Source: an optimization exercise on an open RTL-to-GDS flow (aim: small area and a short achievable clock period). Production flows keep margins and buffers that such runs may drop. The RTL was checked by simulation tests, not by an equivalence proof against the original design.

==> flow/design.v (excerpt) <==
module sb64_xunit (
    input  wire        clk,
    input  wire        rst,         
    input  wire        in_valid,
    input  wire [4:0]  in_op,
    input  wire [31:0] in_a,
    input  wire [31:0] in_b,
    input  wire [31:0] in_c,
    input  wire [31:0] in_d,
    input  wire [23:0] in_opnd,
    input  wire        wr_en,
    input  wire [1:0]  wr_sel,      
    input  wire [31:0] wr_data,
    output wire        res1_valid,
    output wire [31:0] res1_data,
    output wire        res2_valid,
    output wire [31:0] res2_data,
    output wire [31:0] mlo,
    output wire [31:0] mhi,
    output wire        mulv_ovf,
    output wire        div_busy,
    output wire        div_valid,
    output wire [31:0] div_res,
    output wire        div_dz,
    output wire        div_ovf
);
    localparam OP_MUL = 5'd11, OP_MULU = 5'd12, OP_MULV = 5'd13,
               OP_DIV = 5'd14, OP_REMU = 5'd17;
    sb64_aux u_aux (
        .clk(clk), .rst(rst), .in_valid(in_valid), .op(in_op),
        .a(in_a), .b(in_b), .c(in_c), .d(in_d), .opnd(in_opnd),
        .wr_en(wr_en), .wr_sel(wr_sel), .wr_data(wr_data),
        .res1_valid(res1_valid), .res1_data(res1_data),
        .res2_valid(res2_valid), .res2_data(res2_data)
    );
    wire        is_mul = in_valid && (in_op >= OP_MUL) && (in_op <= OP_MULV);
    sb64_mul u_mul (
        .clk(clk), .rst(rst), .start(is_mul),
        .is_signed(in_op != OP_MULU), .is_mulv(in_op == OP_MULV),
        .a(in_a), .b(in_b),
        .wr_lo(wr_en && wr_sel == 2'd0), .wr_hi(wr_en && wr_sel == 2'd1), .wr_data(wr_data),
        .mlo(mlo), .mhi(mhi), .mulv_ovf(mulv_ovf)
    );
    wire is_div = in_valid && (in_op >= OP_DIV) && (in_op <= OP_REMU);
    wire [4:0] div_kind = in_op - OP_DIV;
    sb64_div u_div (
        .clk(clk), .rst(rst), .start(is_div), .kind(div_kind[1:0]),
        .a(in_a), .b(in_b),
        .busy(div_busy), .valid(div_valid), .result(div_res), .dz(div_dz), .ovf(div_ovf)
    );
endmodule
For scale: ~9,000 cells after synthesis, about 540 flip-flops.
clock: 40.0 ns
lec_check: 0
cap_margin: 20
core_margin: 2
core_utilization: 55
place_density: 0.62
slew_margin: 20
standard.sh (not shown) runs the stock make flow with config.mk's settings and CLKGATE_MAP_FILE= SYNTH_SCRIPT=/design/flow/synth_recipe.tcl, a recipe that flattens the netlist after the stock synthesis.
==> flow/flow/run.sh <==
#!/bin/bash
set -euo pipefail
here="$(cd "$(dirname "$0")/.." && pwd)"
cd "$here"
bash standard.sh synth > log_synth.txt 2>&1
export SETUP_SLACK_MARGIN=29.5
export BUFFER_PORTS_ARGS="-buffer_cell sky130_fd_sc_hd__buf_2"
bash standard.sh > log_layout.txt 2>&1
Next try:
--- a/flow/design.v
+++ b/flow/design.v
@@ -91,32 +91,23 @@
                 reflw[31:16] = 16'd0;
                 for (i = 0; i < 16; i = i + 1) reflw[i] = x[15-i];
             end
         end
     endfunction
     wire [7:0] u = inv8(rp);
     wire o_crcb = (op == 5'd0), o_crch = (op == 5'd1), o_crcw = (op == 5'd2);
     wire o_par  = (op == 5'd3), o_brev = (op == 5'd4), o_ckd  = (op == 5'd5);
     wire o_extu = (op == 5'd6), o_exts = (op == 5'd7), o_ins  = (op == 5'd8);
     wire o_clz  = (op == 5'd9), o_bperm = (op == 5'd10);
     wire o_crc  = o_crcb | o_crch | o_crcw;
-    reg  [31:0] brev;
     integer k;
-    always @(*) begin
-        case (opnd[1:0])
-            2'd0: for (k = 0; k < 32; k = k + 1) brev[k] = a[(k & ~7) + 7 - (k & 7)];
-            2'd1: for (k = 0; k < 32; k = k + 1) brev[k] = a[(k & ~15) + 15 - (k & 15)];
-            2'd2: for (k = 0; k < 32; k = k + 1) brev[k] = a[31 - k];
-            default: brev = a;    
-        endcase
-    end
     reg [31:0] bref;
     always @(*) begin
         for (k = 0; k < 32; k = k + 1)
             bref[k] = msbf ? b[(k & ~7) + 7 - (k & 7)] : b[k];
     end
     wire [31:0] dmask = op[1] ? 32'hFFFFFFFF : (op[0] ? 32'h0000FFFF : 32'h000000FF);
     wire [31:0] cin   = msbf ? reflw(a, w16) : (a & (w16 ? 32'h0000FFFF : 32'hFFFFFFFF));
     wire [31:0] z     = cin ^ (bref & dmask);
     wire [7:0]  t0    = tbits(u, z[7:0]);
     wire [31:0] m0    = fold(tbits(u, 8'd1) & 8'h0F, rp);
     wire [31:0] m1    = fold(tbits(u, 8'd2) & 8'h0F, rp);
@@ -374,31 +365,39 @@
         end
         for (j = 0; j < 8; j = j + 1)
             first[j] = nz[j] & ~(|(nz >> (j + 1)));
         lzs = 2'd0;
         nzs = 3'd0;
         for (j = 0; j < 8; j = j + 1) begin
             lzs = lzs | ({2{first[j]}} & lzn[j]);
             nzs = nzs | ({3{first[j]}} & (3'd7 - j[2:0]));
         end
         clz = (|nz) ? {1'b0, nzs, lzs} : 6'd32;
     end
-    reg [31:0] bperm;
+    reg [31:0] bperm, brev;
     reg [3:0]  s;
+    reg [1:0]  bs;
     reg [7:0]  byt;
     integer n;
     always @(*) begin
         for (n = 0; n < 4; n = n + 1) begin
             s   = opnd[4*n +: 4];
-            byt = a[8*s[1:0] +: 8];
+            case (opnd[1:0])
+                2'd1:    bs = n[1:0] ^ 2'd1;
+                2'd2:    bs = 2'd3 - n[1:0];
+                default: bs = n[1:0];
+            endcase
+            byt = a[8*(op[3] ? s[1:0] : bs) +: 8];
             bperm[8*n +: 8] = s[3] ? 8'h00 : (s[2] ? {8{byt[7]}} : byt);
+            for (k = 0; k < 8; k = k + 1)
+                brev[8*n + k] = (opnd[1:0] == 2'd3) ? byt[k] : byt[7 - k];
         end
     end
     wire [31:0] y1 = ({32{o_crc}}   & zlo)
                    | ({32{o_par}}   & {31'd0, ^a})
                    | ({32{o_brev}}  & brev)
                    | ({32{o_ckd}}   & ckd)
                    | ({32{o_extu | o_exts}} & efld)
                    | ({32{o_ins}}   & ins)
                    | ({32{o_clz}}   & {26'd0, clz})
                    | ({32{o_bperm}} & bperm);
     reg  [31:0] s1_y;
@@ -2482,23 +2481,23 @@
                 nk = nk | ({3{top[j]}} & j[2:0]);
             end
             log2f = {nk, lz};
         end
     endfunction
     wire [4:0] la = log2f(Q);
     wire [4:0] lb = log2f(B);
     wire [5:0] q  = ((|B) && s_ge) ? ({1'b0, la} - {1'b0, lb} + 6'd1) : 6'd0;
     wire [5:0] q3 = q + 6'd3;
     wire skip = (p > g4);
     wire last = skip ? (p == 6'd4) : (p == 6'd1);
-    assign result = B;
+    assign result = Q;
     always @(posedge clk) begin
         if (rst) begin
             busy <= 1'b0; valid <= 1'b0;
             st1 <= 1'b0; st2 <= 1'b0; loop <= 1'b0; fin <= 1'b0;
         end else begin
             st1   <= start & ~busy;
             st2   <= st1;
             loop  <= st2 | (loop & ~last);
             fin   <= loop & last;
             valid <= fin;
             if (start & ~busy) busy <= 1'b1;
@@ -2526,23 +2525,23 @@
             if (skip) begin
                 R <= {R[27:0], Q[31:28]};
                 Q <= {Q[27:0], 4'd0};
                 p <= p - 6'd4;
             end else begin
                 R <= s_ge ? s_d[31:0] : rs;
                 Q <= {Q[30:0], s_ge};
                 p <= p - 6'd1;
             end
         end
         if (fin)
-            B <= (~k[1] & dz) ? 32'hFFFFFFFF : n_out;
+            Q <= (~k[1] & dz) ? 32'hFFFFFFFF : n_out;
     end
 endmodule
 module sb64_xunit (
     input  wire        clk,
     input  wire        rst,         
     input  wire        in_valid,
     input  wire [4:0]  in_op,
     input  wire [31:0] in_a,
     input  wire [31:0] in_b,
     input  wire [31:0] in_c,
     input  wire [31:0] in_d,
Global-route usage grows by 1.7 points.
Final area grows by 1.1%.
Via count grows by 2.4%.
Worst setup slack degrades by 0.30 ns.
Die area shrinks by 0.90%.
Routed wire length grows by 4.3%.
Core utilization grows by 1.5 points.
Register-to-register slack is about the same.
Sequential share of layout area shrinks by 0.14 points.

==> what the ideal ports hide <==
No port has a modelled driver above. Below, the same layouts with a new extraction and two added sets of constraints.
Step 1 sets driving cells, clkbuf_16 on the clock port and buf_2 on the other inputs (assumed; they add their load-dependent delay and slew).
Step 2 moves the port delays by t, midway between the first and last clock arrival at a register: inputs arrive t later, outputs are due t later. That takes back most of the time a late clock gives input paths.
Three values: no drivers, after step 1, after step 2; two values: the first two.
run | shift t [ns] | slack for setup (ns) | worst register clock-pin slew, ns | worst slew at a driven data input, ns | pins driven straight from the clock port
the first run | 0.774 | 29.389 / 29.299 / 28.685 | 0.09 / 0.09 | 0.18 | 1
the second run | 0.754 | 29.091 / 29.121 / 28.367 | 0.07 / 0.07 | 0.11 | 1
After both steps setup and hold are still met in every run listed. For the second run, which loses most, drivers alone change the setup slack by +0.030 ns; drivers and shift together by -0.724 ns.
